From an optimization exercise on the open Yosys and OpenROAD flow, aimed at small area, a short achievable clock period and few clock cycles; shortcuts taken in it are not production practice.
Function was checked by simulation only, so behaviour that the tests miss may differ from the original.
No activity file was given, so power comes from the tool's default toggle rates.

File: design/flow/run.sh
#!/bin/bash
# synth_recipe.tcl (not shown) runs the flow's synth.tcl, then flattens the netlist and writes it again
# the make line also repeats each setting of config.mk as NAME=value (left out here)
make -C /OpenROAD-flow-scripts/flow DESIGN_CONFIG=/design/flow/config.mk WORK_HOME=/design/flow/orfs CLKGATE_MAP_FILE= SYNTH_SCRIPT=/design/flow/synth_recipe.tcl finish
File: design/flow/design.v
module hive_div (
    input  wire        clk,
    input  wire        rst,
    input  wire        in_valid,
    output wire        in_ready,
    input  wire [1:0]  in_op,
    input  wire [31:0] in_a,
    input  wire [31:0] in_b,
    output reg         out_valid,
    output wire [31:0] out_result
);
    reg        rdy;                  
    reg        p1, p2, it, fx;
    reg        sgn, is_mod, sa, sb;  
    reg        nsb, ee;              
    reg [31:0] R;                    
    reg [31:0] Q;                    
    reg [32:0] D;                    
    reg [4:0]  cnt;
    reg        inv_f, frc_f, cfx_f, xfx_f, fxw, dv_f;
    reg        cin, frc_x, xinv;     
    assign in_ready   = rdy;
    assign out_result = Q;
    function [5:0] msb;
        input [31:0] x;
        reg [15:0] v1; reg [15:0] p1_;
        reg [7:0]  v2; reg [15:0] p2_;
        reg [3:0]  v3; reg [11:0] p3_;
        reg [1:0]  v4; reg [7:0]  p4_;
        integer i;
        begin
            for (i = 0; i < 16; i = i + 1) begin
                v1[i]  = x[2*i+1] | x[2*i];
                p1_[i] = x[2*i+1];
            end
            for (i = 0; i < 8; i = i + 1) begin
                v2[i]        = v1[2*i+1] | v1[2*i];
                p2_[2*i+:2]  = v1[2*i+1] ? {1'b1, p1_[2*i+1]} : {1'b0, p1_[2*i]};
            end
            for (i = 0; i < 4; i = i + 1) begin
                v3[i]        = v2[2*i+1] | v2[2*i];
                p3_[3*i+:3]  = v2[2*i+1] ? {1'b1, p2_[4*i+2+:2]} : {1'b0, p2_[4*i+:2]};
            end
            for (i = 0; i < 2; i = i + 1) begin
                v4[i]        = v3[2*i+1] | v3[2*i];
                p4_[4*i+:4]  = v3[2*i+1] ? {1'b1, p3_[6*i+3+:3]} : {1'b0, p3_[6*i+:3]};
            end
            msb = {v4[1] | v4[0], v4[1] ? {1'b1, p4_[7:4]} : {1'b0, p4_[3:0]}};
        end
    endfunction
    wire        e      = sa && sb;
    wire        sdiff  = sa ^ sb;
    wire [31:0] ax     = ee ? {~R[30:0], 1'b1} : R;
    wire [5:0]  ma     = msb(ax);
    wire [5:0]  mb     = msb(~D[31:0]);
    wire [5:0]  nd     = {1'b0, ma[4:0]} - {1'b0, mb[4:0]};    
    wire        a_zero = (R == 32'd0) && !sa;
    wire        d_ones = (D[31:0] == 32'hFFFF_FFFF);          
    wire        b_zero = d_ones && !sb;
    wire        ovf    = d_ones && sb && (R == 32'h8000_0000);
    wire        spec   = b_zero || ovf;
    wire        zr     = spec || a_zero;
    wire        skip   = nd[5] || !ma[5] || zr;
    wire        addb   = sdiff && !zr;   
    wire [31:0] spec_q = is_mod ? 32'd0 :
                         ovf ? 32'h7FFF_FFFF :
                         !sgn ? 32'hFFFF_FFFF :
                         sa ? 32'h8000_0000 : 32'h7FFF_FFFF;
    wire        fill   = nsb;
    wire [32:0] s0     = D;
    wire [32:0] s1     = cnt[0] ? {s0[31:0], fill}        : s0;
    wire [32:0] s2     = cnt[1] ? {s1[30:0], {2{fill}}}   : s1;
    wire [32:0] s3     = cnt[2] ? {s2[28:0], {4{fill}}}   : s2;
    wire [32:0] s4     = cnt[3] ? {s3[24:0], {8{fill}}}   : s3;
    wire [32:0] Dsh    = cnt[4] ? {s4[16:0], {16{fill}}}  : s4;
    wire [32:0] Y      = D | {33{frc_x}};
    wire [34:0] sum_c  = {2'b00, R, 1'b1} + {1'b0, Y, cin};    
    wire        fits   = sum_c[34];
    wire [31:0] X      = sum_c[32:1] ^ {32{xinv}};
    wire        last   = (cnt == 5'd0);
    always @(posedge clk) begin
        if (rst) begin
            rdy       <= 1'b1;
            p1        <= 1'b0;
            p2        <= 1'b0;
            it        <= 1'b0;
            fx        <= 1'b0;
            out_valid <= 1'b0;
        end else begin
            out_valid <= fx;
            if (rdy) begin
                fx  <= 1'b0;
                if (in_valid) begin
                    rdy <= 1'b0;
                    p1  <= 1'b1;
                end
            end
            if (p1) begin
                p1 <= 1'b0;
                if (skip) begin
                    fx  <= 1'b1;
                    rdy <= 1'b1;
                end else begin
                    p2  <= 1'b1;
                end
            end
            if (p2) begin
                p2 <= 1'b0;
                it <= 1'b1;
            end
            if ((p2 && last || it && cnt == 5'd1) && dv_f) begin
                fx  <= 1'b1;
                rdy <= 1'b1;
            end
            if (it && last) begin
                it  <= 1'b0;
                if (!dv_f) begin
                    fx  <= 1'b1;
                    rdy <= 1'b1;
                end
            end
        end
        if (p2 || (it && fits))
            R <= X;
        if (rdy) begin
            R       <= in_a ^ {32{!in_op[0] && in_a[31] && !in_b[31]}};
            D       <= {1'b1, in_b ^ {32{!(!in_op[0] && in_b[31])}}};
            sgn     <= !in_op[0];
            is_mod  <= in_op[1];
            sa      <= !in_op[0] && in_a[31];
            sb      <= !in_op[0] && in_b[31];
            nsb     <= !(!in_op[0] && in_b[31]);
            ee      <= !in_op[0] && in_a[31] && in_b[31];
        end
        if (p2)
            D <= Dsh;
        if (it && !last)
            D <= {D[32], D[32:1]};
        if (p1)
            Q <= spec ? spec_q : {32{addb}};
        if (it)
            Q <= {Q[30:0], fits ^ inv_f};
        if (fx && fxw)
            Q <= X;
        if (p1) begin
            cnt   <= nd[4:0];
            inv_f <= sdiff;
            frc_f <= is_mod && (sa == sb);
            cfx_f <= !(sa && sb);
            xfx_f <= sa;
            fxw   <= is_mod && !spec;
            dv_f  <= !is_mod;
            frc_x <= !skip || !addb;
            cin   <= skip ? (!addb || sa) : !sb;
            xinv  <= skip ? (addb && sa) : e;
        end
        if (p2) begin
            frc_x <= 1'b0;
            xinv  <= 1'b0;
        end
        if (it) begin
            if (!last)
                cnt <= cnt - 5'd1;
            else begin
                frc_x <= frc_f;
                cin   <= cfx_f;
                xinv  <= xfx_f;
            end
        end
    end
endmodule
File: design/flow/constraint.sdc
create_clock -name core_clock -period 10.0 [get_ports {clk}]
set_input_delay 2.0000 -clock core_clock [delete_from_list [all_inputs] [get_ports {clk}]]
set_output_delay 2.0000 -clock core_clock [all_outputs]
set_load 0.01 [all_outputs]
File: design/flow/config.mk
export PLATFORM = sky130hd
export DESIGN_NAME = hive_div
export DESIGN_NICKNAME = hive_div
export VERILOG_FILES = /design/flow/design.v
export SDC_FILE = /design/flow/constraint.sdc
export NUM_CORES = 4
export LEC_CHECK = 0
export ABC_AREA = 1
export CAP_MARGIN = 20
export CORE_MARGIN = 2
export CORE_UTILIZATION = 40
export PLACE_DENSITY = 0.6
export SETUP_SLACK_MARGIN = 5
export SLEW_MARGIN = 20
==> impl_metrics.csv, run 1 <==
group,metric,value,unit
status,status,"no timing/DRC/antenna violations",
flow_run,maxCapViolCount,0,
floorplanning,dieArea,31000,um^2
setup_path,worstPathArrival,4.17,ns
place,port_buffers,102,
logic_synthesis,synthTopCellsByArea,"edfxtp_1 (28%), nand2_1 (18%), o21ai_0 (8.5%), xor2_1 (5.6%), inv_1 (4.8%)",
setup_path,end_kind,"register",
global_routing,grt_pass1_vias,11670,
layout,final_util,0.4751,
pwr,intPower,2.207,mW
layout,fin_cells,2216,
logic_synthesis,ys_types,56,
pwr,switching_power,2.515,mW
setup_path,criticalPathCategory,"register to register",
clocking,worst_skew_pair.late_latency,0.44,ns
routing,wl,40800,um
pwr,clock_power_share,0.143,
layout,area_growth,16.08,%
floorplanning,start_util,0.4093,
logic_synthesis,syn_inst,1758,
setup_path,crit_fanout,33,
routing,wire_per_inst,18.41,um
pwr,leakagePower,5.672,nW
logic_synthesis,synth_seq_cells,123,
layout,n_antenna_cell,0,
clocking,cts_setup_buffers,0,
sta,rsz0062_at_grt,"no",
global_routing,use_met1,0.3659,
sta,fmax,0.2471,GHz
logic_synthesis,yosysTopAreaCell,"edfxtp_1",
pwr,power_frac_comb,0.648,
setup_path,worstPathRequired,10.12,ns
clocking,cts_resized,0,
layout,final_layout_size_suffix_gt1_frac,0.06059,
logic_synthesis,synth_edf_count,109,
pwr,seq_power_share,0.209,
place,dp_hpwl,31200,um
routing,drtIter0Drc,1038,
sta,min_period_over_period,0.4047,
place,gp_congestion,0.9427,
clocking,clockBufferDepth,2,
logic_synthesis,syn_avg_cell_area,6.737,um^2
routing,vias,12060,
routing,via_per_inst,5.441,
hold_path,hp-class,"register to register",
floorplanning,dieHeight,176.1,um
global_routing,track_usage,0.2655,
logic_synthesis,async_reset_ff_frac,0,
clocking,cts_hold_buf,0,
floorplanning,io-pin-count,103,
clocking,path_clk_slew,0.06,ns
layout,n_fill_cell,2983,
sta,holdWs,0.4527,ns
global_routing,grtUsageMet3,0.03273,
setup_path,cp-start-kind,"register",
routing,ant_nets,0,
sta,report.final.slew_viol_count,0,
global_routing,grt_first_pass_wirelength,64070,um
clocking,htree_levels,4,
sta,finalCriticalPeriod,4.047,ns
global_routing,top_usage_layer,"met2",
floorplanning,coreArea,28940,um^2
pwr,vdd_drop_max,0.1659,mV
logic_synthesis,ys_seq_area_frac,0.3000,
routing,drcViolationCount,0,
logic_synthesis,synthFlopType,"edfxtp_1",
clocking,cts_made_buffers,17,
global_routing,gr-usage-met2,0.4296,
sta,hold_violations,0,
sta,max_slew.worst_pin.slew,1.054,ns
floorplanning,die_w,176.1,um
pwr,powerDensity,343.5,nW/um^2
sta,skew,0.02169,ns
logic_synthesis,netlist_area,11840,um^2
logic_synthesis,synth_nets,1869,
pwr,netSwitchingFraction,0.5326,
sta,slew_headroom,0.2957,
sta,setup_viol,0,
global_routing,grt_overflow,0,
sta,setup_tns,0,ns
global_routing,grt_max_degree,66,
clocking,cts_tree,"done",
place,placed_area,13140,um^2
layout,fin_area,13750,um^2
sta,layout_setup_ws,5.953,ns
clocking,clock_tree.root_cell,"clkbuf_16",
layout,nets,1931,
logic_synthesis,synth_top_area_frac,0.2764,
pwr,totalPowerFinal,4.722,mW
place,dp.cells,2185,
routing,firstDrtPassIters,5,
global_routing,antenna_found_initial,0,
floorplanning,row_count,62,
place,pre_cts_ws,5.880,ns
clocking,clock-sinks,123,
logic_synthesis,synth_warnings,1,
final cells by class:
cell class / count / area [um^2] / area share
multi-input combinational: 1401 / 7376 / 0.5365
tap: 384 / 480.5 / 0.03495
sequential: 123 / 3553 / 0.2585
timing repair buffer: 117 / 1134 / 0.08245
clock inverter: 13 / 175.2 / 0.01274
inverter: 160 / 600.6 / 0.04368
clock buffer: 18 / 429.2 / 0.03122
path summary, 6_finish.rpt:
check,start,endpoint,slack (ns),cells after the start
setup / recovery,cnt[4]$_DFF_P_,D[32]$_SDFFCE_PN1P_,5.95,6
hold / removal,fx$_SDFF_PP0_,out_valid$_SDFF_PP0_,0.45,2
setup reg to reg,cnt[4]$_DFF_P_,D[32]$_SDFFCE_PN1P_,5.95,6
hold reg to reg,fx$_SDFF_PP0_,out_valid$_SDFF_PP0_,0.45,2
registers in the layout, summed over array words and instances (netlist names), 5 cells and up:
signal	count
D	33
Q	32
R	32
cnt	5
cell families (layout without fill, tap and decap cells):
family / Yosys count / after routing / share of synthesized area
AOI/OAI and AO/OA: 393 / 393 / 0.1905
muxes: 8 / 8 / 0.006867
and+or+nand+nor: 848 / 848 / 0.2974
DFF: 123 / 123 / 0.3000
adders and majority gates: 42 / 42 / 0.04564
xor gates and xnor gates: 110 / 110 / 0.08134
buffers and inverters: 234 / 308 / 0.07828
cell usage in the layout (no fill, tap or decap), types with 8 or more instances in the layout:
| cell | n |
|---|---|
| xor2_1 | 76 |
| a21oi_1 | 97 |
| or2_2 | 12 |
| nand3_1 | 80 |
| edfxtp_1 | 109 |
| o21ai_0 | 201 |
| o211ai_1 | 28 |
| dfxtp_1 | 14 |
| nand3b_1 | 10 |
| clkbuf_16 | 17 |
| inv_1 | 150 |
| a31oi_1 | 8 |
| nor2_1 | 135 |
| nor3_1 | 11 |
| nand2_1 | 554 |
| nand2_2 | 11 |
| buf_4 | 15 |
| clkdlybuf4s50_1 | 102 |
| xnor2_1 | 34 |
| ha_1 | 40 |
| a21oi_2 | 17 |
| nand4_1 | 13 |
critical path: stages, from the launching register on:
cell and delay, ns:
dfxtp_1 0.54, inv_1 0.71, nand2_1 0.26, nand2_1 0.83, buf_4 0.46, clkinv_1 0.60, nor2_1 0.31
synthesized netlist by cell type, drive strengths merged, types with 3 or more instances:
cell type / number
clkinv: 3
o21a: 3
inv: 157
a31oi: 8
nand2: 566
a21oi: 118
o31ai: 3
nand3b: 10
nor2: 146
dfxtp: 14
clkbuf: 43
o22ai: 4
buf: 31
edfxtp: 109
o221ai: 4
ha: 40
nor3: 12
xor2: 76
or2: 14
o2111ai: 4
mux2i: 7
nand4: 14
o211ai: 28
o21bai: 4
xnor2: 34
o21ai: 203
nand3: 81
a21boi: 3
a211oi: 4
metal layers:
metal  wire length, um  vias up
met2             18490      421
li1                  -     5982
met5                 0        -
met4              1340        0
met1             18910     5582
met3              2061       72
power groups by stage:
| stage | registers (mW) | clock network [mW] | logic, mW |
|---|---|---|---|
| 6_report | 0.987 | 0.677 | 3.06 |
| 5_1_grt | 1.01 | 0.701 | 3.43 |
| 4_1_cts | 0.983 | 0.681 | 3.02 |
| 3_5_place_dp | 0.990 | 0 | 2.99 |
| 3_3_place_gp | 0.993 | 0 | 2.99 |
| 2_1_floorplan | 0.909 | 0 | 2.19 |
Testbench counts, summed over its fixed seeds: cycles 70,102.
==> inputs of run 2 (changes only) <==
--- a/design/flow/config.mk
+++ b/design/flow/config.mk
@@ -7,3 +7,2 @@
 export LEC_CHECK = 0
-export ABC_AREA = 1
 export CAP_MARGIN = 20
==> run 2 against run 1 <==
Compared with the run above:
- die area shrank 4.4%
- highest routed layer unchanged
- core utilization grew 0.20 points
- still clean on timing, DRC and antenna
- fmax shrank 8.9%
- via count shrank 15%
- final cell count shrank 21%
- synthesized cell count shrank 25%
- area after synthesis shrank 4.5%
==> impl_metrics.csv, run 2 <==
group,metric,value,unit
logic_synthesis,synthTopCellsByArea,"edfxtp_1 (29%), xnor2_1 (7.3%), nand2_1 (5.6%), mux4_2 (5.4%), a21oi_1 (4.8%)",
logic_synthesis,netlist_area,11310,um^2
setup_path,worstPathArrival,4.60,ns
pwr,power_frac_comb,0.636,
place,port_buffers,102,
setup_path,crit_fanout,35,
sta,slew_headroom,0.2745,
routing,wl,34760,um
layout,layout_common_cells,"nand2_1 (167), nor2_1 (112), edfxtp_1 (109), a21oi_1 (109), clkdlybuf4s50_1 (102)",
pwr,switching_power,2.354,mW
pwr,intPower,2.566,mW
setup_path,crit_buf_inv,0,
routing,vias,10200,
routing,wire_per_inst,19.83,um
floorplanning,start_util,0.4070,
global_routing,grt_overflow,0,
setup_path,reg2reg_setup_slack,5.56,ns
global_routing,track_usage,0.2390,
sta,fmax,0.2252,GHz
setup_path,max_stage_delay,0.80,ns
pwr,leakagePower,4.781,nW
setup_path,cp-startpoint,"frc_x$_DFF_P_",
sta,layout_setup_ws,5.559,ns
global_routing,grt_max_degree,73,
clocking,cts_made_buffers,17,
layout,n_antenna_cell,0,
layout,layout_commonest_cell,"nand2_1",
pwr,netSwitchingFraction,0.4784,
status,status,"no timing/DRC/antenna violations",
sta,hold_violations,0,
setup_path,cp_num_cells,10,
routing,dr.max_layer_used,"met4",
setup_path,worstPathRequired,10.16,ns
setup_path,end_kind,"register",
routing,drcViolationCount,0,
clocking,worst_skew_pair.late_latency,0.44,ns
clocking,clockBufferDepth,2,
setup_path,cp_top_family,"compound AO/OA/AOI/OAI gates",
layout,multi_input_area,7318,um^2
floorplanning,coreArea,27780,um^2
logic_synthesis,yosysTopAreaCell,"edfxtp_1",
place,dp_hpwl,25030,um
routing,wl_met1,16430,um
clocking,clock_tree.root_cell,"clkbuf_16",
pwr,clock_power_share,0.140,
place,pre_cts_ws,5.754,ns
logic_synthesis,synth_most_common_cell,"nand2_1",
setup_path,cp_cell_sequence,"or2_2 -> ha_1 -> o21ai_0 -> o211ai_1 -> nand2_1 -> a2111oi_0 -> o21ai_0 -> a2111oi_0 -> or4_1 -> a31oi_1",
sta,setup_viol,0,
global_routing,antenna_found_initial,0,
routing,via_per_inst,5.816,
floorplanning,row_count,61,
setup_path,r2r_end,"Q[28]$_DFFE_PP_",
routing,route.met3.wl,2052,um
floorplanning,io-pin-count,103,
layout,largest_reg_flops,33,
setup_path,reg2regPathDepth,10,
logic_synthesis,synthFlopType,"edfxtp_1",
layout,area_growth,17.24,%
logic_synthesis,syn_inst,1310,
sta,finalCriticalPeriod,4.441,ns
floorplanning,dieArea,29630,um^2
flow_run,maxCapViolCount,0,
pwr,seq_power_share,0.225,
logic_synthesis,ys_seq_area_frac,0.3143,
layout,top_register,"D",
layout,seqCellArea,3560,um^2
floorplanning,dieHeight,172.1,um
place,gp_congestion,0.9041,
logic_synthesis,synth_commonest_cells,"nand2_1 (168), nor2_1 (112), a21oi_1 (109), edfxtp_1 (109), xnor2_1 (94)",
sta,report.final.slew_viol_count,0,
routing,ant_nets,0,
logic_synthesis,synth_warnings,1,
sta,max_slew.worst_pin.slew,1.080,ns
logic_synthesis,synth_top_area_frac,0.2895,
pwr,totalPowerFinal,4.920,mW
layout,nets,1473,
clocking,clock-sinks,123,
routing,drtIter0Drc,1081,
setup_path,criticalPathCategory,"register to register",
global_routing,grt_pass1_vias,9593,
logic_synthesis,syn_avg_cell_area,8.630,um^2
global_routing,grt_first_pass_wirelength,54700,um
sta,min_period_over_period,0.4441,
clocking,cts_tree,"done",
sta,setup_tns,0,ns
setup_path,r2r-start,"frc_x$_DFF_P_",
routing,wl_met2,15850,um
logic_synthesis,synth_edf_count,109,
clocking,cts_hold_buf,0,
clocking,htree_levels,4,
pwr,vdd_drop_max,0.1488,mV
setup_path,cp-start-kind,"register",
sta,rsz0062_at_grt,"no",
layout,n_fill_cell,2750,
layout,reg_top3,"D: 33 flops, Q: 32 flops, R: 32 flops",
sta,skew,0.01148,ns
clocking,cts_setup_buffers,0,
logic_synthesis,synth_seq_cells,123,
setup_path,critical-path-slowest-cell,"a2111oi_0",
clocking,path_clk_slew,0.07,ns
sta,holdWs,0.4563,ns
routing,firstDrtPassIters,5,
pwr,powerDensity,371.2,nW/um^2
setup_path,cp-endpoint,"Q[28]$_DFFE_PP_",
logic_synthesis,ys_types,72,
clocking,cts_resized,0,
logic_synthesis,synth_nets,1421,
logic_synthesis,async_reset_ff_frac,0,
layout,final_layout_size_suffix_gt1_frac,0.1011,
hold_path,hp-class,"register to register",
floorplanning,die_w,172.1,um
==> run 2: changes by cell type in the layout (fill, tap and decap cells not counted), moves of 42 or more <==
cell | previous run | this run
inv_1 | 150 | 29
mux2i_1 | 7 | 49
nand2_1 | 554 | 167
o21ai_0 | 201 | 82
nand3_1 | 80 | 25
xor2_1 | 76 | 32
xnor2_1 | 34 | 94
==> run 2: kinds of logic (layout without fill, tap and decap cells) <==
family	count (synthesis)	after routing	share of synthesized area
xor gates and xnor gates	126	126	0.09761
AOI/OAI and AO/OA	380	380	0.2146
muxes	88	88	0.1091
and+or+nand+nor	432	432	0.1763
adders and majority gates	42	42	0.04781
DFF	123	123	0.3143
buffers and inverters	119	184	0.04028
==> run 2: stage by stage <==
stage               instances    util  area [um^2]
global route             1753  0.4771        13260
global placement         1721  0.4546        12630
CTS                      1753  0.4771        13260
detailed placement       1721  0.4546        12630
floorplan                1310       -        11310
finish                   1753  0.4771        13260
==> run 2: layout make-up <==
type	count	area share
multi-input cells	1068	0.5521
repair buffers	121	0.08779
clock inverters	14	0.01473
flip-flops and latches	123	0.2685
clock buffers	18	0.03238
inverters	31	0.008779
well taps	378	0.03568
==> run 2: power by group through the flow <==
stage	Combinational (mW)	Clock [mW]	Sequential (mW)
6_report	3.13	0.687	1.10
5_1_grt	3.44	0.711	1.14
4_1_cts	3.10	0.693	1.10
3_5_place_dp	3.07	0	1.11
3_3_place_gp	3.06	0	1.11
2_1_floorplan	2.38	0	0.992
==> run 2: worst min path at each step <==
stage,slack [ns],endpoint,cells past startpoint,startpoint
final,0.46,frc_x$_DFF_P_,2,frc_f$_DFFE_PP_
after global routing,0.48,frc_x$_DFF_P_,2,frc_f$_DFFE_PP_
after CTS,0.46,frc_x$_DFF_P_,2,frc_f$_DFFE_PP_
after detailed placement,0.45,xinv$_DFF_P_,2,xfx_f$_DFFE_PP_
after global placement,0.44,xinv$_DFF_P_,2,xfx_f$_DFFE_PP_
after floorplan,0.41,xinv$_DFF_P_,2,xfx_f$_DFFE_PP_
==> run 2: per-layer routing <==
layer / GRT usage / vias to the layer above
li1: - / 4951
met1: 0.3440 / 4895
met2: 0.3759 / 319
met3: 0.04189 / 31
met4: 0.05152 / 0
met5: 0 / -
==> run 2: worst reg2reg max path: stages (launching register included) <==
cell	delay, ns
dfxtp_1	0.59
or2_2	0.43
ha_1	0.36
o21ai_0	0.13
o211ai_1	0.19
nand2_1	0.17
a2111oi_0	0.78
o21ai_0	0.39
a2111oi_0	0.80
or4_1	0.24
a31oi_1	0.09
==> inputs of run 3 (changes only) <==
==> design/flow/flow/run.sh (new file) <==
#!/bin/bash
# The standard layout, with timing repair aimed at a shorter period than the
# clock's: repair_timing treats any path with less than 6 ns of slack at the
# 10 ns clock as failing. Constraints and clock are the design's own.
set -euo pipefail
bash standard.sh finish SETUP_SLACK_MARGIN=6 > flow_make.log 2>&1
==> design/flow/standard.sh (new file) <==
#!/bin/bash
# synth_recipe.tcl (not shown) runs the flow's synth.tcl, then flattens the netlist and writes it again
# the make line also repeats each setting of config.mk as NAME=value (left out here)
make -C /OpenROAD-flow-scripts/flow DESIGN_CONFIG=/design/flow/config.mk WORK_HOME=/design/flow/orfs CLKGATE_MAP_FILE= SYNTH_SCRIPT=/design/flow/synth_recipe.tcl "${@:-finish}"
--- a/design/flow/config.mk
+++ b/design/flow/config.mk
@@ -7,2 +7,3 @@
 export LEC_CHECK = 0
+export ABC_AREA = 1
 export CAP_MARGIN = 20
@@ -11,3 +12,2 @@
 export PLACE_DENSITY = 0.6
-export SETUP_SLACK_MARGIN = 5
 export SLEW_MARGIN = 20
removed: design/flow/run.sh
==> run 3 against run 2 <==
Compared with the run above:
- critical endpoint is now in_ready
- register-to-register slack better by 0.78 ns
- sequential share of layout area is 1.0 points lower
- global-route usage is 2.7 points higher
- fmax is 21% higher
- clock skew is 0.010 ns higher
- sequential power is about 10% lower
- sequential cell count stayed put
- critical path type is now register to output pin
==> impl_metrics.csv, run 3 <==
group,metric,value,unit
sta,setup_tns,0,ns
clocking,cts_made_buffers,17,
clocking,path_clk_slew,0.06,ns
setup_path,cp_top_family,"buffers and inverters",
routing,wl,40750,um
layout,layout_commonest_cell,"nand2_1",
logic_synthesis,ys_types,56,
hold_path,min_path_cells,2,
logic_synthesis,synth_most_common_cell,"nand2_1",
logic_synthesis,syn_avg_cell_area,6.737,um^2
setup_path,r2r_end,"D[32]$_SDFFCE_PN1P_",
layout,area_growth,16.18,%
logic_synthesis,synthTopCellsByArea,"edfxtp_1 (28%), nand2_1 (18%), o21ai_0 (8.5%), xor2_1 (5.6%), inv_1 (4.8%)",
routing,drtIter0Drc,1199,
sta,slew_headroom,0.3253,
logic_synthesis,synth_nets,1869,
logic_synthesis,synth_commonest_cells,"nand2_1 (556), o21ai_0 (201), inv_1 (150)",
logic_synthesis,synth_seq_cells,123,
setup_path,worstPathRequired,8.00,ns
clocking,worst_skew_pair.late_latency,0.44,ns
pwr,leakagePower,5.665,nW
global_routing,grt_pass1_vias,11670,
clocking,clock-sinks,123,
floorplanning,dieHeight,176.1,um
routing,firstDrtPassIters,6,
place,gp_congestion,0.9427,
place,dp_hpwl,31200,um
pwr,vdd_drop_max,0.1651,mV
sta,max_slew.worst_pin.slew,1.009,ns
sta,hold_violations,0,
setup_path,reg2regPathDepth,6,
logic_synthesis,synth_top_area_frac,0.2764,
hold_path,hp-start,"fx$_SDFF_PP0_",
routing,wl_met2,18570,um
routing,vias,12020,
clocking,cts_setup_buffers,0,
sta,min_period_over_period,0.3671,
clocking,clock_tree.root_cell,"clkbuf_16",
layout,reg_top3,"D: 33 flops, Q: 32 flops, R: 32 flops",
routing,via_per_inst,5.422,
logic_synthesis,synth_edf_count,109,
sta,skew,0.02158,ns
place,dp.cells,2185,
sta,setup_viol,0,
floorplanning,row_count,62,
routing,wl_met1,18790,um
setup_path,reg2reg_setup_slack,6.34,ns
setup_path,crit_fanout,18,
setup_path,cp_cell_sequence,"clkdlybuf4s50_1",
setup_path,end_kind,"output pin",
logic_synthesis,synth_warnings,1,
layout,final_layout_size_suffix_gt1_frac,0.06274,
layout,largest_reg_flops,33,
logic_synthesis,ys_seq_area_frac,0.3000,
sta,fmax,0.2724,GHz
layout,layout_common_cells,"nand2_1 (553), o21ai_0 (201), inv_1 (149)",
layout,nets,1932,
layout,fin_cells,2217,
setup_path,cp-start-kind,"register",
setup_path,criticalPathCategory,"register to output pin",
setup_path,critical-path-slowest-cell,"clkdlybuf4s50_1",
hold_path,hp-class,"register to register",
logic_synthesis,async_reset_ff_frac,0,
routing,route.met3.wl,2163,um
global_routing,track_usage,0.2655,
sta,report.final.slew_viol_count,0,
hold_path,hold_end,"out_valid$_SDFF_PP0_",
layout,top_register,"D",
global_routing,grt_first_pass_wirelength,64070,um
global_routing,grt_max_degree,66,
setup_path,max_stage_delay,0.62,ns
global_routing,antenna_found_initial,0,
clocking,cts_tree,"done",
global_routing,grt_overflow,0,
sta,finalCriticalPeriod,3.671,ns
place,pre_cts_ws,5.880,ns
sta,layout_setup_ws,6.329,ns
logic_synthesis,syn_inst,1758,
floorplanning,coreArea,28940,um^2
floorplanning,die_w,176.1,um
floorplanning,io-pin-count,103,
routing,dr.max_layer_used,"met4",
layout,n_antenna_cell,0,
status,status,"no timing/DRC/antenna violations",
pwr,powerDensity,343.4,nW/um^2
floorplanning,start_util,0.4093,
place,port_buffers,102,
clocking,clockBufferDepth,2,
setup_path,r2r-start,"cnt[4]$_DFF_P_",
logic_synthesis,synthFlopType,"edfxtp_1",
routing,wire_per_inst,18.38,um
routing,drcViolationCount,0,
flow_run,maxCapViolCount,0,
setup_path,worstPathArrival,1.67,ns
floorplanning,dieArea,31000,um^2
logic_synthesis,netlist_area,11840,um^2
clocking,htree_levels,4,
setup_path,crit_buf_inv,1,
sta,rsz0062_at_grt,"no",
logic_synthesis,yosysTopAreaCell,"edfxtp_1",
layout,final_util,0.4756,
routing,ant_nets,0,
[run 3: cell types whose count changed in the layout (fill, tap and decap cells not counted), moves of 29 or more]
cell	change
o21ai_0	+119
a22oi_1	-29
xnor2_1	-60
nand2_1	+386
mux2i_1	-42
xor2_1	+44
nand3_1	+55
inv_1	+120
[run 3: kinds of logic (layout without fill, tap and decap cells)]
| logic type | after synthesis | count (layout) | share of synthesized area |
|---|---|---|---|
| compound gates | 393 | 393 | 0.1905 |
| fa+ha+maj | 42 | 42 | 0.04564 |
| mux | 8 | 8 | 0.006867 |
| buf+inv | 234 | 309 | 0.07828 |
| simple gates | 848 | 848 | 0.2974 |
| xor+xnor | 110 | 110 | 0.08134 |
| flops | 123 | 123 | 0.3000 |
[run 3: repair_timing]
item,in CTS,in global routing
cloned,0,1
endpoints found under the setup margin,1,51
hold buffers,0,0
gates resized for setup,1,2
pin swaps,0,0
[run 3: stage by stage]
stage	instance area [um^2]	power, mW	hold slack (ns)
after CTS	13750	4.684	0.4514
after global placement	13140	3.983	0.4410
after floorplan	11840	3.104	0.4163
after detailed placement	13140	3.984	0.4431
after global routing	13760	5.138	0.4749
final	13760	4.725	0.4564
[run 3: how the worst max path moves through the flow]
| stage | startpoint | to | slack (ns) | depth (start not counted) |
|---|---|---|---|---|
| after floorplan | frc_x$_DFF_P_ | R[0]$_DFFE_PP_ | 6.77 | 15 |
| after global placement | in_op[0] | R[10]$_DFFE_PP_ | 5.91 | 6 |
| after detailed placement | in_op[0] | R[10]$_DFFE_PP_ | 5.88 | 6 |
| after CTS | cnt[4]$_DFF_P_ | D[32]$_SDFFCE_PN1P_ | 6.02 | 6 |
| after global routing | ee$_DFFE_PP_ | cin$_DFF_P_ | 6.02 | 16 |
| final | rdy$_SDFF_PP1_ | in_ready | 6.33 | 1 |
[run 3: cell type report]
cell class	count	area, um^2
fillers	2985	15170
multi-input cells	1401	7378
flip-flops and latches	123	3555
repair buffers	117	1134
inverters	160	604.3
well taps	384	480.5
clock buffers	18	429.2
clock inverters	13	175.2
repair inverters	1	5.005
[run 3: metal layers]
| layer | global-route usage | vias up |
|---|---|---|
| met5 | 0 | - |
| met4 | 0.09298 | 0 |
| met3 | 0.03273 | 68 |
| met2 | 0.4296 | 419 |
| met1 | 0.3659 | 5558 |
| li1 | - | 5975 |
[run 3: power by group]
part | internal (mW) | switching, mW | leakage, nW
sequential | 0.791 | 0.196 | 1.21
clock | 0.414 | 0.261 | 0.289
combinational | 1.00 | 2.06 | 4.17
==> inputs of run 4 (changes only) <==
--- a/design/flow/config.mk
+++ b/design/flow/config.mk
@@ -7,3 +7,2 @@
 export LEC_CHECK = 0
-export ABC_AREA = 1
 export CAP_MARGIN = 20
==> run 4 against run 3 <==
Compared with the run above:
- area after synthesis fell by 4.5%
- first-iteration DRC count decreased by 12%
- still clean on timing, DRC and antenna
- wire length down 15%
- critical path depth grew 8
- register-to-register slack worse by 0.28 ns
- power grew 4.0%
- largest cell class unchanged
- worst hold slack got worse by 0.0069 ns
- synthesized cell count is 25% lower
- sequential cell count unchanged
- largest power group unchanged
==> impl_metrics.csv, run 4 <==
group,metric,value,unit
layout,top_register,"D",
layout,nets,1484,
sta,fmax,0.2538,GHz
clocking,worst_skew_pair.late_latency,0.43,ns
sta,report.final.slew_viol_count,0,
place,gp_congestion,0.9138,
routing,wire_per_inst,19.75,um
sta,holdWs,0.4495,ns
routing,wl,34820,um
layout,final_layout_size_suffix_gt1_frac,0.1126,
sta,hold_violations,0,
setup_path,critical-path-slowest-cell,"or4_1",
sta,finalCriticalPeriod,3.940,ns
layout,reg_top3,"D: 33 flops, Q: 32 flops, R: 32 flops",
pwr,leakagePower,4.829,nW
sta,setup_tns,0,ns
setup_path,max_stage_delay,0.60,ns
logic_synthesis,synthFlopType,"edfxtp_1",
layout,layout_common_cells,"nand2_1 (167), nor2_1 (112), edfxtp_1 (109), a21oi_1 (109), clkdlybuf4s50_1 (102)",
floorplanning,io-pin-count,103,
logic_synthesis,synthXorXnorAreaFrac,0.09761,
layout,fin_cells,1763,
clocking,clockBufferDepth,2,
logic_synthesis,synth_seq_cells,123,
setup_path,crit_fanout,30,
floorplanning,start_util,0.4070,
place,pre_cts_ws,5.777,ns
floorplanning,die_w,172.1,um
logic_synthesis,synth_fa_ha_area_frac,0.04781,
sta,slew_headroom,0.2859,
status,status,"no timing/DRC/antenna violations",
sta,setup_viol,0,
setup_path,criticalPathCategory,"register to register",
layout,largest_reg_flops,33,
global_routing,grt_pass1_vias,9616,
floorplanning,dieArea,29630,um^2
clocking,cts_made_buffers,17,
floorplanning,row_count,61,
floorplanning,dieHeight,172.1,um
clocking,htree_levels,4,
layout,fin_area,13400,um^2
setup_path,end_kind,"register",
global_routing,grt_overflow,0,
logic_synthesis,syn_avg_cell_area,8.630,um^2
flow_run,maxCapViolCount,0,
sta,max_slew.worst_pin.slew,1.065,ns
layout,area_growth,18.48,%
logic_synthesis,synthSimpleGateAreaFrac,0.1763,
logic_synthesis,yosysTopAreaCell,"edfxtp_1",
global_routing,antenna_found_initial,0,
logic_synthesis,syn_inst,1310,
logic_synthesis,ys_types,72,
place,dp.cells,1720,
hold_path,hp-class,"register to register",
logic_synthesis,ys_seq_area_frac,0.3143,
logic_synthesis,netlist_area,11310,um^2
routing,ant_nets,0,
logic_synthesis,synth_mux_area_frac,0.1091,
sta,layout_setup_ws,6.060,ns
clocking,cts_tree,"done",
clocking,clock_tree.root_cell,"clkbuf_16",
pwr,totalPowerFinal,4.912,mW
logic_synthesis,synth_compound_gate_area_share,0.2146,
layout,n_fill_cell,2748,
layout,final_util,0.4822,
layout,n_antenna_cell,0,
sta,skew,0.01479,ns
routing,firstDrtPassIters,7,
logic_synthesis,synth_edf_count,109,
layout,layout_commonest_cell,"nand2_1",
routing,via_per_inst,5.908,
clocking,clock-sinks,123,
logic_synthesis,synth_nets,1421,
pwr,vdd_drop_max,0.1437,mV
routing,vias,10420,
logic_synthesis,synth_commonest_cells,"nand2_1 (168), nor2_1 (112), a21oi_1 (109), edfxtp_1 (109), xnor2_1 (94)",
logic_synthesis,synth_top_family_by_area,"compound AO/OA/AOI/OAI gates",
global_routing,track_usage,0.2368,
routing,drcViolationCount,0,
sta,rsz0062_at_grt,"yes",
logic_synthesis,async_reset_ff_frac,0,
clocking,path_clk_slew,0.06,ns
setup_path,worstPathArrival,4.10,ns
routing,drtIter0Drc,1061,
pwr,powerDensity,366.7,nW/um^2
setup_path,cp-start-kind,"register",
global_routing,grt_max_degree,72,
setup_path,worstPathRequired,10.16,ns
place,port_buffers,102,
logic_synthesis,synth_most_common_cell,"nand2_1",
global_routing,grt_first_pass_wirelength,54590,um
place,placed_area,12640,um^2
floorplanning,coreArea,27780,um^2
logic_synthesis,synth_warnings,1,
clocking,cts_hold_buf,0,
setup_path,cp_cell_sequence,"or4_1 -> or4_1 -> or3_1 -> or3_1 -> and3_4 -> o31ai_4 -> buf_4 -> a21boi_1 -> a31oi_1",
logic_synthesis,synthTopCellsByArea,"edfxtp_1 (29%), xnor2_1 (7.3%), nand2_1 (5.6%), mux4_2 (5.4%), a21oi_1 (4.8%)",
sta,min_period_over_period,0.3940,
place,dp_hpwl,24920,um
logic_synthesis,synth_top_area_frac,0.2895,
## run 4: final cells by class
class,instances,area (um^2),area share
multi-input combinational,1068,7376,0.5506
clock inverter,14,155.1,0.01158
clock buffer,17,425.4,0.03176
tap,378,473.0,0.03531
timing repair buffer,132,1285,0.09593
inverter,31,120.1,0.008967
sequential,123,3561,0.2658
## run 4: path summary, 6_finish.rpt
path	slack, ns	endpoint	start	cells after the start
worst min register to register	0.45	xinv$_DFF_P_	xfx_f$_DFFE_PP_	2
worst max-delay path	6.06	Q[28]$_DFFE_PP_	R[20]$_DFFE_PP_	9
worst min-delay path	0.45	xinv$_DFF_P_	xfx_f$_DFFE_PP_	2
worst max register to register	6.06	Q[28]$_DFFE_PP_	R[20]$_DFFE_PP_	9
## run 4: report_power, final
part	switching [mW]	leakage [nW]	internal [mW]	total, mW
clock network	0.259	0.275	0.387	0.646
registers	0.288	1.19	0.820	1.11
logic	1.80	3.37	1.36	3.16
## run 4: cell families after synthesis
logic type                 count (synthesis)
and+or+nand+nor                          432
AOI/OAI and AO/OA                        380
xor gates and xnor gates                 126
DFF                                      123
buffers and inverters                    119
muxes                                     88
adders and majority gates                 42
## run 4: worst max-delay path: cells and delay by family (launching register included)
kind,cells,cell delay (ns)
simple gates,5,2.23
compound gates,3,0.55
flops,1,0.49
buf+inv,1,0.37
## run 4: layer usage
metal	GRT usage	part of all wire	up-vias
li1	-	-	4979
met1	0.3455	0.48	5019
met2	0.3745	0.46	380
met3	0.02907	0.057	37
met4	0.05554	0.012	0
met5	0	0	-
## run 4: repair_timing
item | 4_1_cts | 5_1_grt
endpoints found under the setup margin | 32 | 40
setup buffers | 0 | 12
gates resized for setup | 5 | 17
pin swaps | 1 | 2
hold endpoints to repair | 0 | 0
==> inputs of run 5 (changes only) <==
--- a/design/flow/design.v
+++ b/design/flow/design.v
@@ -19,2 +19,3 @@
     reg [4:0]  cnt;
+    reg        last, one, dsh;       
     reg        inv_f, frc_f, cfx_f, xfx_f, fxw, dv_f;
@@ -79,3 +80,2 @@
     wire [31:0] X      = sum_c[32:1] ^ {32{xinv}};
-    wire        last   = (cnt == 5'd0);
     always @(posedge clk) begin
@@ -110,3 +110,3 @@
             end
-            if ((p2 && last || it && cnt == 5'd1) && dv_f) begin
+            if ((p2 && last || it && one) && dv_f) begin
                 fx  <= 1'b1;
@@ -136,3 +136,3 @@
             D <= Dsh;
-        if (it && !last)
+        if (dsh)
             D <= {D[32], D[32:1]};
@@ -146,2 +146,4 @@
             cnt   <= nd[4:0];
+            last  <= (nd[4:0] == 5'd0);
+            one   <= (nd[4:0] == 5'd1);
             inv_f <= sdiff;
@@ -156,2 +158,3 @@
         end
+        dsh <= !rst && (p2 ? !last : (it && !last && !one));
         if (p2) begin
@@ -161,4 +164,7 @@
         if (it) begin
-            if (!last)
-                cnt <= cnt - 5'd1;
+            if (!last) begin
+                cnt  <= cnt - 5'd1;
+                last <= one;
+                one  <= (cnt == 5'd2);
+            end
             else begin
--- a/design/flow/config.mk
+++ b/design/flow/config.mk
@@ -7,2 +7,3 @@
 export LEC_CHECK = 0
+export ABC_AREA = 1
 export CAP_MARGIN = 20
==> run 5 against run 4 <==
Compared with the run above:
- sequential power fell by 12%
- combinational power about the same
- highest routed layer unchanged
- power fell by 3.0%
- via count up 15%
- largest power group unchanged
- die area grew 6.7%
==> impl_metrics.csv, run 5 <==
group,metric,value,unit
status,status,"no timing/DRC/antenna violations",
setup_path,cp-start-kind,"input pin",
sta,min_period_over_period,0.3742,
layout,final_util,0.4695,
logic_synthesis,synth_top_area_frac,0.2709,
logic_synthesis,synth_nets,1844,
sta,setup_viol,0,
layout,largest_reg_flops,33,
floorplanning,start_util,0.4065,
logic_synthesis,synthTopCellsByArea,"edfxtp_1 (27%), nand2_1 (17%), o21ai_0 (7.4%), xor2_1 (5.7%), a21oi_1 (4.8%)",
pwr,powerDensity,341.6,nW/um^2
setup_path,criticalPathCategory,"input pin to register",
logic_synthesis,synth_most_common_cell,"nand2_1",
clocking,cts_made_buffers,17,
layout,n_fill_cell,3104,
layout,nets,1907,
clocking,clockBufferDepth,2,
routing,ant_nets,0,
layout,fin_area,13950,um^2
logic_synthesis,netlist_area,12080,um^2
global_routing,antenna_found_initial,0,
setup_path,crit_fanout,32,
layout,layout_commonest_cell,"nand2_1",
floorplanning,die_w,177.8,um
sta,slew_headroom,0.3052,
layout,multi_input_area,7550,um^2
hold_path,hp-class,"register to register",
pwr,totalPowerFinal,4.767,mW
layout,reg_top3,"D: 33 flops, Q: 32 flops, R: 32 flops",
place,port_buffers,102,
setup_path,worstPathRequired,10.15,ns
logic_synthesis,async_reset_ff_frac,0,
global_routing,grt_max_degree,62,
setup_path,worstPathArrival,3.89,ns
logic_synthesis,ys_types,53,
floorplanning,dieArea,31610,um^2
global_routing,track_usage,0.2638,
pwr,leakagePower,5.657,nW
layout,layout_common_cells,"nand2_1 (540), o21ai_0 (178), inv_1 (136)",
logic_synthesis,syn_avg_cell_area,6.971,um^2
sta,fmax,0.2673,GHz
clocking,cts_setup_buffers,0,
routing,via_per_inst,5.460,
sta,report.final.slew_viol_count,0,
layout,area_growth,15.51,%
place,placed_area,13350,um^2
logic_synthesis,synth_seq_cells,126,
layout,n_antenna_cell,0,
logic_synthesis,synth_warnings,1,
logic_synthesis,synth_commonest_cells,"nand2_1 (542), o21ai_0 (178), inv_1 (137)",
pwr,vdd_drop_max,0.1377,mV
sta,rsz0062_at_grt,"no",
flow_run,maxCapViolCount,0,
global_routing,grt_pass1_vias,11110,
floorplanning,coreArea,29720,um^2
layout,final_layout_size_suffix_gt1_frac,0.07131,
floorplanning,row_count,63,
sta,finalCriticalPeriod,3.742,ns
setup_path,end_kind,"register",
routing,drcViolationCount,0,
place,gp_congestion,0.9438,
place,dp_hpwl,31700,um
sta,hold_violations,0,
clocking,clock-sinks,126,
layout,fin_cells,2199,
routing,drtIter0Drc,1275,
clocking,htree_levels,4,
clocking,worst_skew_pair.late_latency,0.45,ns
logic_synthesis,synth_edf_count,109,
logic_synthesis,syn_inst,1733,
layout,top_register,"D",
logic_synthesis,yosysTopAreaCell,"edfxtp_1",
sta,max_slew.worst_pin.slew,1.038,ns
logic_synthesis,ys_seq_area_frac,0.2991,
global_routing,grt_overflow,0,
clocking,cts_tree,"done",
sta,setup_tns,0,ns
place,dp.cells,2166,
global_routing,grt_first_pass_wirelength,63540,um
floorplanning,dieHeight,177.8,um
routing,wire_per_inst,18.70,um
routing,wl,41120,um
clocking,clock_tree.root_cell,"clkbuf_16",
routing,firstDrtPassIters,9,
routing,vias,12010,
layout,seqCellArea,3615,um^2
clocking,path_clk_slew,0.06,ns
logic_synthesis,synthFlopType,"edfxtp_1",
sta,skew,0.02078,ns
floorplanning,io-pin-count,103,
==> run 5: power breakdown <==
part	switching, mW	internal (mW)	total (mW)
registers	0.176	0.803	0.979
logic	2.12	1.03	3.16
clock network	0.274	0.358	0.631
total	2.57	2.19	4.77
==> run 5: area by class of cell <==
class                           count  share of cell area
Timing Repair inverter              1           0.0005380
Clock buffer                       20             0.03506
Sequential cell                   126              0.2591
Timing Repair Buffer              119             0.08232
Clock inverter                     12            0.006905
Tap cell                          390             0.03497
Multi-Input combinational cell   1383              0.5411
Inverter                          148             0.04008
==> run 5: worst max-delay path: stages <==
cell and delay (ns):
clkdlybuf4s50_1 0.66, nor2_1 0.12, nand2_2 0.77, xor2_1 0.21, o21ai_0 0.11
==> run 5: timing repair <==
item                       in CTS  in global routing
setup endpoints to repair       0                 35
hold buffers                    0                  0
gates resized for setup         0                  3
==> run 5: kinds of logic (layout without fill, tap and decap cells) <==
family,Yosys count,in the layout,share of synthesized area
simple gates,815,815,0.2800
buf+inv,224,300,0.07737
xor+xnor,111,111,0.08048
compound gates,403,403,0.2084
mux,12,12,0.009943
flops,126,126,0.2991
fa+ha+maj,42,42,0.04474
==> run 5: metal layers <==
metal	GRT usage	vias up	part of all wire
met4	0.06592	0	0.019
met1	0.3875	5541	0.47
met5	0	-	0
met2	0.4044	494	0.44
li1	-	5926	-
met3	0.03792	45	0.070
==> run 5: worst paths after layout <==
path | startpoint | end | slack (ns) | depth (start not counted)
setup / recovery | in_op[0] | R[22]$_DFFE_PP_ | 6.26 | 5
hold / removal | xfx_f$_DFFE_PP_ | xinv$_DFF_P_ | 0.45 | 2
setup reg to reg | frc_x$_DFF_P_ | R[9]$_DFFE_PP_ | 6.54 | 11
hold reg to reg | xfx_f$_DFFE_PP_ | xinv$_DFF_P_ | 0.45 | 2
==> run 5: through the flow <==
step / hold slack (ns) / setup WS (ns)
finish: 0.4548 / 6.258
floorplan: 0.4190 / 6.844
detailed placement: 0.4421 / 5.773
global route: 0.5149 / 6.039
global placement: 0.4449 / 5.842
CTS: 0.4581 / 6.036
Testbench counts of run 5, summed over its fixed seeds: cycles 70,102.
==> inputs of run 6 (changes only) <==
==> design/flow/flow/run.sh (replaced) <==
#!/bin/bash
# The standard layout, with timing repair aimed at a shorter period than the
# clock's: repair_timing treats any path with less than 6.5 ns of slack at the
# 10 ns clock as failing. Constraints and clock are the design's own.
set -euo pipefail
bash standard.sh finish SETUP_SLACK_MARGIN=6.5 > flow_make.log 2>&1
==> run 6 against run 5 <==
Compared with the run above:
- via count down 0.21%
- sequential share of layout area down 0.18 points
- register-to-register slack better by 0.12 ns
- clock skew up 0.0030 ns
- sequential power about the same
- core utilization up 0.33 points
==> impl_metrics.csv, run 6 <==
group,metric,value,unit
flow_run,maxCapViolCount,0,
pwr,leakagePower,5.697,nW
sta,skew,0.02375,ns
hold_path,hp-start,"xfx_f$_DFFE_PP_",
pwr,power_frac_comb,0.663,
sta,slew_headroom,0.3349,
place,dp_hpwl,31700,um
clocking,clock_tree.root_cell,"clkbuf_16",
sta,finalCriticalPeriod,3.383,ns
floorplanning,row_count,63,
sta,max_slew.worst_pin.slew,0.9965,ns
sta,rsz0062_at_grt,"yes",
setup_path,reg2reg_setup_slack,6.66,ns
clocking,worst_skew_pair.late_latency,0.45,ns
logic_synthesis,synthTopCellsByArea,"edfxtp_1 (27%), nand2_1 (17%), o21ai_0 (7.4%), xor2_1 (5.7%), a21oi_1 (4.8%)",
logic_synthesis,synth_most_common_cell,"nand2_1",
sta,setup_viol,0,
routing,firstDrtPassIters,6,
global_routing,grt_max_degree,62,
setup_path,r2r-start,"frc_x$_DFF_P_",
routing,wire_per_inst,18.77,um
sta,setup_tns,0,ns
place,pre_cts_ws,5.773,ns
layout,fin_cells,2204,
setup_path,cp-start-kind,"input pin",
setup_path,crit_fanout,15,
layout,nets,1912,
clocking,cts_hold_buf,0,
logic_synthesis,syn_inst,1733,
setup_path,cp_cell_sequence,"clkdlybuf4s50_1 -> inv_2 -> nor2_4 -> buf_4 -> clkbuf_16 -> xor2_1 -> nand2_1 -> nand3_1 -> nand2_1",
pwr,seq_power_share,0.205,
global_routing,grt_pass1_vias,11140,
logic_synthesis,synth_commonest_cells,"nand2_1 (542), o21ai_0 (178), inv_1 (137)",
pwr,intPower,2.203,mW
setup_path,crit_buf_inv,4,
logic_synthesis,synth_warnings,1,
pwr,netSwitchingFraction,0.5389,
layout,layout_commonest_cell,"nand2_1",
sta,report.final.slew_viol_count,0,
place,dp.cells,2166,
layout,top_register,"D",
layout,largest_reg_flops,33,
routing,vias,11980,
routing,wl,41380,um
pwr,vdd_drop_max,0.1358,mV
clocking,cts_made_buffers,17,
floorplanning,dieArea,31610,um^2
logic_synthesis,synthFlopType,"edfxtp_1",
setup_path,worstPathArrival,3.57,ns
routing,drcViolationCount,0,
global_routing,antenna_found_initial,0,
setup_path,criticalPathCategory,"input pin to register",
setup_path,end_kind,"register",
clocking,cts_tree,"done",
logic_synthesis,ys_seq_area_frac,0.2991,
setup_path,max_stage_delay,0.57,ns
logic_synthesis,syn_avg_cell_area,6.971,um^2
layout,final_layout_size_suffix_gt1_frac,0.07552,
layout,reg_top3,"D: 33 flops, Q: 32 flops, R: 32 flops",
logic_synthesis,async_reset_ff_frac,0,
place,gp_congestion,0.9438,
logic_synthesis,yosysTopAreaCell,"edfxtp_1",
setup_path,crit_path_frequent_cell,"nand2_1",
pwr,powerDensity,340.0,nW/um^2
sta,min_period_over_period,0.3383,
sta,hold_violations,0,
floorplanning,dieHeight,177.8,um
clocking,htree_levels,4,
routing,via_per_inst,5.436,
sta,fmax,0.2956,GHz
layout,layout_common_cells,"nand2_1 (540), o21ai_0 (176), inv_1 (135)",
logic_synthesis,synth_edf_count,109,
logic_synthesis,ys_types,53,
hold_path,hp-class,"register to register",
global_routing,grt_overflow,0,
routing,ant_nets,0,
clocking,clock-sinks,126,
floorplanning,coreArea,29720,um^2
pwr,clock_power_share,0.132,
logic_synthesis,synth_nets,1844,
setup_path,worstPathRequired,10.19,ns
clocking,path_clk_slew,0.06,ns
logic_synthesis,netlist_area,12080,um^2
sta,layout_setup_ws,6.617,ns
global_routing,grt_first_pass_wirelength,63720,um
pwr,switching_power,2.575,mW
layout,area_growth,16.31,%
setup_path,cp_top_family,"buffers and inverters",
clocking,clockBufferDepth,2,
floorplanning,start_util,0.4065,
layout,fin_area,14050,um^2
global_routing,track_usage,0.2647,
setup_path,critical-path-slowest-cell,"clkdlybuf4s50_1",
setup_path,cp-startpoint,"in_b[31]",
routing,drtIter0Drc,1364,
place,placed_area,13350,um^2
floorplanning,io-pin-count,103,
logic_synthesis,synth_top_area_frac,0.2709,
place,port_buffers,102,
status,status,"no timing/DRC/antenna violations",
logic_synthesis,synth_seq_cells,126,
floorplanning,die_w,177.8,um
layout,n_antenna_cell,0,
## run 6: path summary, 6_finish.rpt
| path | endpoint | cells after the start |
|---|---|---|
| max | D[23]$_DFFE_PP_ | 9 |
| min | xinv$_DFF_P_ | 2 |
| max reg2reg | Q[18]$_DFFE_PP_ | 10 |
| min reg2reg | xinv$_DFF_P_ | 2 |
## run 6: power groups by stage
| stage | Combinational (mW) | Sequential, mW | Clock [mW] |
|---|---|---|---|
| final | 3.17 | 0.978 | 0.632 |
| after CTS | 3.10 | 0.978 | 0.640 |
| after global placement | 3.07 | 0.988 | 0 |
| after global routing | 3.54 | 0.997 | 0.659 |
| after floorplan | 2.26 | 0.921 | 0 |
| after detailed placement | 3.07 | 0.985 | 0 |
## run 6: tightest hold or removal path, stage by stage, from the launching register on
cell	delay, ns
edfxtp_1	0.32
nand2_1	0.05
nand2_1	0.06
## run 6: logic make-up after synthesis
logic type               after synthesis  share of synthesized area
XOR/XNOR                             111                    0.08048
adder cells (fa/ha/maj)               42                    0.04474
AO/OA/AOI/OAI                        403                     0.2084
buffers and inverters                224                    0.07737
multiplexers                          12                   0.009943
AND/OR/NAND/NOR                      815                     0.2800
flip-flops                           126                     0.2991
## run 6: stage by stage
step	util	hold slack, ns	total power, mW
floorplan	-	0.4190	3.179
global placement	0.4493	0.4449	4.057
detailed placement	0.4493	0.4421	4.056
CTS	0.4703	0.4581	4.720
global route	0.4728	0.5149	5.193
finish	0.4728	0.4557	4.778
## run 6: final cells by class
| type | count | area, um^2 |
|---|---|---|
| fillers | 3095 | 15670 |
| multi-input cells | 1383 | 7570 |
| flip-flops and latches | 126 | 3615 |
| repair buffers | 124 | 1226 |
| inverters | 148 | 559.3 |
| clock buffers | 20 | 489.2 |
| well taps | 390 | 488.0 |
| clock inverters | 12 | 96.34 |
| repair inverters | 1 | 7.507 |
## run 6: layer usage
layer  track usage  vias to the layer above  routed length (um)
met5             0                        -                   0
met4       0.06831                        0                 853
met3       0.03813                       55                3060
met2        0.4046                      468               18090
met1        0.3889                     5518               19380
li1              -                     5940                   -
## run 6: what timing repair did
item | 4_1_cts | 5_1_grt
gates resized for setup | 8 | 9
hold endpoints to repair | 0 | 0
endpoints found under the setup margin | 79 | 72
cloned | 1 | 1
pin swaps | 0 | 2
setup buffers | 1 | 3
==> inputs of run 7 (changes only) <==
==> design/flow/flow/run.sh (replaced) <==
#!/bin/bash
# The standard layout, with timing repair aimed at a shorter period than the
# clock's: repair_timing treats any path with less than 7.5 ns of slack at the
# 10 ns clock as failing. Constraints and clock are the design's own.
set -euo pipefail
bash standard.sh finish SETUP_SLACK_MARGIN=7.5 > flow_make.log 2>&1
==> run 7 against run 6 <==
Compared with the run above:
- count of clock-buffer cells in the layout fell by 1
- wire length increased by 23%
- largest power group unchanged
- register-to-register slack better by 0.26 ns
- design area is 34% higher
- core utilization up 16 points
- final cell count rose by 9.3%
==> impl_metrics.csv, run 7 <==
group,metric,value,unit
routing,via_per_inst,5.735,
setup_path,criticalPathCategory,"register to output pin",
pwr,power_frac_comb,0.768,
floorplanning,io-pin-count,103,
layout,fin_area,18810,um^2
sta,finalCriticalPeriod,3.129,ns
logic_synthesis,ys_types,53,
layout,n_fill_cell,2446,
layout,layout_commonest_cell,"nand2_1",
global_routing,grt_pass1_vias,12340,
setup_path,end_kind,"output pin",
logic_synthesis,synth_commonest_cells,"nand2_1 (542), o21ai_0 (178), inv_1 (137)",
floorplanning,dieArea,31610,um^2
clocking,htree_levels,4,
pwr,leakagePower,7.470,nW
clocking,cts_made_buffers,17,
pwr,seq_power_share,0.140,
global_routing,grt_overflow,0,
sta,report.final.slew_viol_count,0,
clocking,worst_skew_pair.late_latency,0.46,ns
status,status,"no timing/DRC/antenna violations",
pwr,clock_power_share,0.092,
place,dp.cells,2165,
sta,hold_violations,0,
place,placed_area,13430,um^2
logic_synthesis,async_reset_ff_frac,0,
layout,final_layout_size_suffix_gt1_frac,0.3962,
flow_run,maxCapViolCount,0,
routing,drcViolationCount,0,
routing,drtIter0Drc,1626,
layout,layout_common_cells,"nand2_1 (397), buf_4 (149), edfxtp_1 (109)",
sta,skew,0.01937,ns
pwr,vdd_drop_max,0.1712,mV
setup_path,worstPathArrival,1.13,ns
logic_synthesis,synth_top_area_frac,0.2709,
logic_synthesis,syn_avg_cell_area,6.971,um^2
logic_synthesis,synthTopCellsByArea,"edfxtp_1 (27%), nand2_1 (17%), o21ai_0 (7.4%), xor2_1 (5.7%), a21oi_1 (4.8%)",
pwr,switching_power,3.714,mW
place,dp_hpwl,31120,um
setup_path,cp_top_family,"flip-flops",
layout,n_antenna_cell,0,
routing,ant_nets,0,
layout,largest_reg_flops,33,
pwr,powerDensity,376.1,nW/um^2
sta,rsz0062_at_grt,"yes",
global_routing,grt_max_degree,64,
routing,firstDrtPassIters,7,
pwr,intPower,3.358,mW
logic_synthesis,synth_nets,1844,
place,gp_congestion,0.9574,
sta,setup_tns,0,ns
pwr,netSwitchingFraction,0.5252,
floorplanning,start_util,0.4065,
clocking,clockBufferDepth,2,
layout,top_register,"D",
sta,min_period_over_period,0.3129,
floorplanning,coreArea,29720,um^2
clocking,cts_tree,"done",
sta,slew_headroom,0.3123,
clocking,clock-sinks,126,
setup_path,crit_buf_inv,1,
logic_synthesis,synth_seq_cells,126,
setup_path,cp_cell_sequence,"buf_2",
sta,setup_viol,0,
setup_path,max_stage_delay,0.49,ns
routing,wl,51080,um
logic_synthesis,synth_warnings,1,
place,port_buffers,102,
logic_synthesis,netlist_area,12080,um^2
clocking,clock_tree.root_cell,"clkbuf_16",
logic_synthesis,ys_seq_area_frac,0.2991,
setup_path,cp-start-kind,"register",
layout,fin_cells,2409,
global_routing,track_usage,0.2993,
layout,area_growth,55.67,%
logic_synthesis,syn_inst,1733,
global_routing,antenna_found_initial,0,
setup_path,crit_fanout,2,
setup_path,worstPathRequired,8.00,ns
setup_path,critical-path-slowest-cell,"edfxtp_1",
layout,reg_top3,"D: 33 flops, Q: 32 flops, R: 32 flops",
layout,nets,2117,
place,pre_cts_ws,5.723,ns
floorplanning,row_count,63,
hold_path,hp-class,"register to register",
logic_synthesis,yosysTopAreaCell,"edfxtp_1",
sta,layout_setup_ws,6.871,ns
logic_synthesis,synth_edf_count,109,
routing,vias,13820,
global_routing,grt_first_pass_wirelength,71360,um
sta,fmax,0.3195,GHz
clocking,path_clk_slew,0.06,ns
logic_synthesis,synth_most_common_cell,"nand2_1",
floorplanning,dieHeight,177.8,um
routing,wire_per_inst,21.20,um
sta,max_slew.worst_pin.slew,1.030,ns
logic_synthesis,synthFlopType,"edfxtp_1",
floorplanning,die_w,177.8,um
run 7: cell counts after synthesis:
No cell type changed its count.
run 7: cell type report:
class                           instances  area (um^2)  area share
Clock inverter                         13        122.6    0.006520
Tap cell                              390        488.0     0.02595
Inverter                              148        614.3     0.03267
Timing Repair inverter                  1        7.507   0.0003992
Clock buffer                           19        475.5     0.02528
Timing Repair Buffer                  322         3169      0.1685
Multi-Input combinational cell       1390        10310      0.5481
Sequential cell                       126         3621      0.1925
run 7: kinds of logic after synthesis:
family	after synthesis	synth area share
flip-flops	126	0.2991
adder cells (fa/ha/maj)	42	0.04474
buffers and inverters	224	0.07737
multiplexers	12	0.009943
AO/OA/AOI/OAI	403	0.2084
AND/OR/NAND/NOR	815	0.2800
XOR/XNOR	111	0.08048
run 7: metrics by stage:
step / total power, mW / hold slack, ns / util
global placement: 4.083 / 0.4309 / 0.4520
floorplan: 3.207 / 0.4190 / -
global route: 7.452 / 0.4818 / 0.6328
CTS: 5.570 / 0.4505 / 0.5509
finish: 7.072 / 0.4485 / 0.6328
detailed placement: 4.084 / 0.4345 / 0.4520
run 7: timing repair:
action,in CTS,in global routing
resized for setup,515,371
buffers inserted,99,95
hold buffers,0,0
endpoints found under the setup margin,179,207
pin swaps,96,182
cloned,17,1
run 7: per-layer routing:
| metal | track usage | vias to the layer above | part of all wire |
|---|---|---|---|
| met1 | 0.4226 | 6602 | 0.42 |
| li1 | - | 6364 | - |
| met4 | 0.07616 | 0 | 0.037 |
| met2 | 0.4693 | 710 | 0.46 |
| met5 | 0 | - | 0 |
| met3 | 0.05527 | 140 | 0.086 |
run 7: final timing paths:
| path | cells after the start | slack (ns) | from | endpoint |
|---|---|---|---|---|
| setup reg to reg | 19 | 6.92 | ee$_DFFE_PP_ | cin$_DFF_P_ |
| setup / recovery | 1 | 6.87 | Q[30]$_DFFE_PP_ | out_result[30] |
| hold / removal | 2 | 0.45 | xfx_f$_DFFE_PP_ | xinv$_DFF_P_ |
| hold reg to reg | 2 | 0.45 | xfx_f$_DFFE_PP_ | xinv$_DFF_P_ |
run 7: power groups by stage:
stage	combinational, mW	sequential (mW)	clock (mW)
floorplan	2.29	0.921	0
global placement	3.10	0.985	0
detailed placement	3.10	0.982	0
CTS	3.93	0.985	0.651
global route	5.78	1.00	0.673
finish	5.43	0.989	0.651
==> inputs of run 8 (changes only) <==
==> design/flow/flow/run.sh (replaced) <==
#!/bin/bash
# The standard layout, with timing repair aimed at a shorter period than the
# clock's: repair_timing treats any path with less than 6.8 ns of slack at the
# 10 ns clock as failing. Constraints and clock are the design's own.
set -euo pipefail
bash standard.sh finish SETUP_SLACK_MARGIN=6.8 > flow_make.log 2>&1
==> run 8 against run 7 <==
Compared with the run above:
- still clean
- count of clock-buffer cells in the layout grew 1
- area after synthesis did not move
- clock power down 2%
- design area decreased by 23%
- sequential cell count stayed put
- register-to-register slack got worse by 0.08 ns
- critical path type is now input pin to register
- largest cell class unchanged
- largest power group unchanged
- highest routed layer unchanged
==> impl_metrics.csv, run 8 <==
group,metric,value,unit
pwr,leakagePower,5.929,nW
layout,fin_area,14450,um^2
layout,final_util,0.4863,
layout,reg_top3,"D: 33 flops, Q: 32 flops, R: 32 flops",
logic_synthesis,synth_seq_cells,126,
global_routing,antenna_found_initial,0,
setup_path,max_stage_delay,0.32,ns
global_routing,grt_first_pass_wirelength,65310,um
sta,max_slew.worst_pin.slew,1.005,ns
clocking,path_clk_slew,0.06,ns
routing,via_per_inst,5.510,
logic_synthesis,async_reset_ff_frac,0,
logic_synthesis,netlist_area,12080,um^2
logic_synthesis,synth_commonest_cells,"nand2_1 (542), o21ai_0 (178), inv_1 (137)",
sta,hold_violations,0,
clocking,htree_levels,4,
logic_synthesis,synthXorXnorAreaFrac,0.08048,
place,port_buffers,102,
logic_synthesis,yosysTopAreaCell,"edfxtp_1",
setup_path,crit_buf_inv,3,
logic_synthesis,synth_warnings,1,
sta,rsz0062_at_grt,"yes",
logic_synthesis,synth_top_family_by_area,"simple AND/OR/NAND/NOR gates",
logic_synthesis,syn_avg_cell_area,6.971,um^2
floorplanning,dieHeight,177.8,um
pwr,powerDensity,336.7,nW/um^2
routing,ant_nets,0,
floorplanning,start_util,0.4065,
hold_path,hold_end,"xinv$_DFF_P_",
setup_path,cp_top_family,"buffers and inverters",
sta,skew,0.02279,ns
routing,drtIter0Drc,1358,
layout,final_layout_size_suffix_gt1_frac,0.09848,
sta,fmax,0.3155,GHz
place,placed_area,13350,um^2
routing,firstDrtPassIters,7,
setup_path,r2r-start,"ee$_DFFE_PP_",
layout,area_growth,19.64,%
hold_path,hp-class,"register to register",
setup_path,cp-start-kind,"input pin",
floorplanning,row_count,63,
place,dp_hpwl,31700,um
layout,n_fill_cell,3069,
floorplanning,io-pin-count,103,
layout,n_antenna_cell,0,
layout,layout_commonest_cell,"nand2_1",
logic_synthesis,synthFlopType,"edfxtp_1",
logic_synthesis,syn_inst,1733,
setup_path,worstPathRequired,10.15,ns
routing,vias,12280,
status,status,"no timing/DRC/antenna violations",
logic_synthesis,synth_mux_area_frac,0.009943,
logic_synthesis,synthTopCellsByArea,"edfxtp_1 (27%), nand2_1 (17%), o21ai_0 (7.4%), xor2_1 (5.7%), a21oi_1 (4.8%)",
global_routing,grt_pass1_vias,11280,
clocking,cts_made_buffers,17,
logic_synthesis,synth_edf_count,109,
logic_synthesis,ys_types,53,
setup_path,critical-path-slowest-cell,"bufbuf_16",
sta,setup_viol,0,
logic_synthesis,synth_most_common_cell,"nand2_1",
global_routing,grt_max_degree,62,
clocking,worst_skew_pair.late_latency,0.45,ns
logic_synthesis,synth_top_area_frac,0.2709,
setup_path,worstPathArrival,3.31,ns
pwr,totalPowerFinal,4.866,mW
hold_path,hp-start,"xfx_f$_DFFE_PP_",
logic_synthesis,synthSimpleGateAreaFrac,0.2800,
routing,wire_per_inst,19.37,um
flow_run,maxCapViolCount,0,
floorplanning,dieArea,31610,um^2
layout,layout_common_cells,"nand2_1 (538), o21ai_0 (169), inv_1 (135)",
[run 8: cell types whose count changed in the layout (fill, tap and decap cells not counted), sizes merged]
cell / before / now
buf: 256 / 39
bufbuf: 0 / 1
bufinv: 1 / 0
clkbuf: 20 / 24
clkdlybuf4s15: 0 / 1
clkdlybuf4s50: 58 / 65
clkinv: 9 / 5
clkinvlp: 3 / 6
dlygate4sd2: 7 / 34
dlymetal6s2s: 0 / 1
inv: 149 / 150
nand2: 558 / 554
[run 8: per-layer routing]
metal / vias up / global-route usage / share of wire
met1: 5711 / 0.3913 / 0.46
met3: 42 / 0.05077 / 0.083
met2: 519 / 0.4247 / 0.45
met4: 0 / 0.06455 / 0.016
li1: 6005 / - / -
met5: - / 0 / 0
[run 8: repair_timing]
item,CTS,global route
pin swaps,4,9
resized for setup,59,37
setup buffers,13,8
endpoints found under the setup margin,152,88
hold buffers,0,0
cloned,6,3
[run 8: area by class of cell]
class                           instances  area, um^2  share of cell area
Clock buffer                           20       489.2             0.03385
Clock inverter                         12       96.34            0.006666
Inverter                              148       566.8             0.03922
Multi-Input combinational cell       1386        7721              0.5342
Sequential cell                       126        3616              0.2502
Tap cell                              390       488.0             0.03376
Timing Repair Buffer                  145        1468              0.1015
Timing Repair inverter                  1       7.507           0.0005194
[run 8: kinds of logic after synthesis]
group / after synthesis
and+or+nand+nor: 815
AOI/OAI and AO/OA: 403
buffers and inverters: 224
DFF: 126
xor gates and xnor gates: 111
adders and majority gates: 42
muxes: 12
[run 8: worst max path at each step]
stage	start	end	slack [ns]	cells after the start
2_1_floorplan	in_a[31]	R[13]$_DFFE_PP_	6.84	6
3_3_place_gp	in_op[0]	R[10]$_DFFE_PP_	5.84	6
3_5_place_dp	in_op[0]	R[22]$_DFFE_PP_	5.77	5
4_1_cts	in_a[31]	R[22]$_DFFE_PP_	6.79	7
5_1_grt	D[29]$_DFFE_PP_	one$_DFF_P_	6.68	13
6_report	in_b[31]	D[6]$_DFFE_PP_	6.83	7
[run 8: stage by stage]
| step | std cells | hold slack [ns] |
|---|---|---|
| 5_1_grt | 2228 | 0.5149 |
| 4_1_cts | 2217 | 0.4581 |
| 3_3_place_gp | 2166 | 0.4449 |
| 6_report | 2228 | 0.4581 |
| 2_1_floorplan | 1733 | 0.4190 |
| 3_5_place_dp | 2166 | 0.4421 |
[run 8: worst reg2reg max path, cell delays in order (launching register included)]
cell       delay, ns
edfxtp_1        0.36
buf_4           0.19
clkbuf_16       0.18
nand2_1         0.08
nand2_1         0.11
nor2_4          0.19
nand2_1         0.13
nor2_4          0.19
inv_1           0.10
o221ai_1        0.18
ha_1            0.29
a21oi_1         0.20
o21ai_0         0.15
xor2_1          0.21
nor4_2          0.29
nand3_1         0.13
o211ai_1        0.10
[run 8: power by group]
part | total (mW) | internal [mW] | switching (mW)
Clock | 0.635 | 0.358 | 0.277
Combinational | 3.26 | 1.07 | 2.18
Sequential | 0.976 | 0.803 | 0.172
Total | 4.87 | 2.24 | 2.63

Setup slack of run 8, layout unchanged: 6.830 ns with ideal ports, 6.800 ns with driving cells assumed (clock clkbuf_16, inputs buf_2), 6.366 ns with port delays also shifted by the 0.491 ns mid clock arrival.
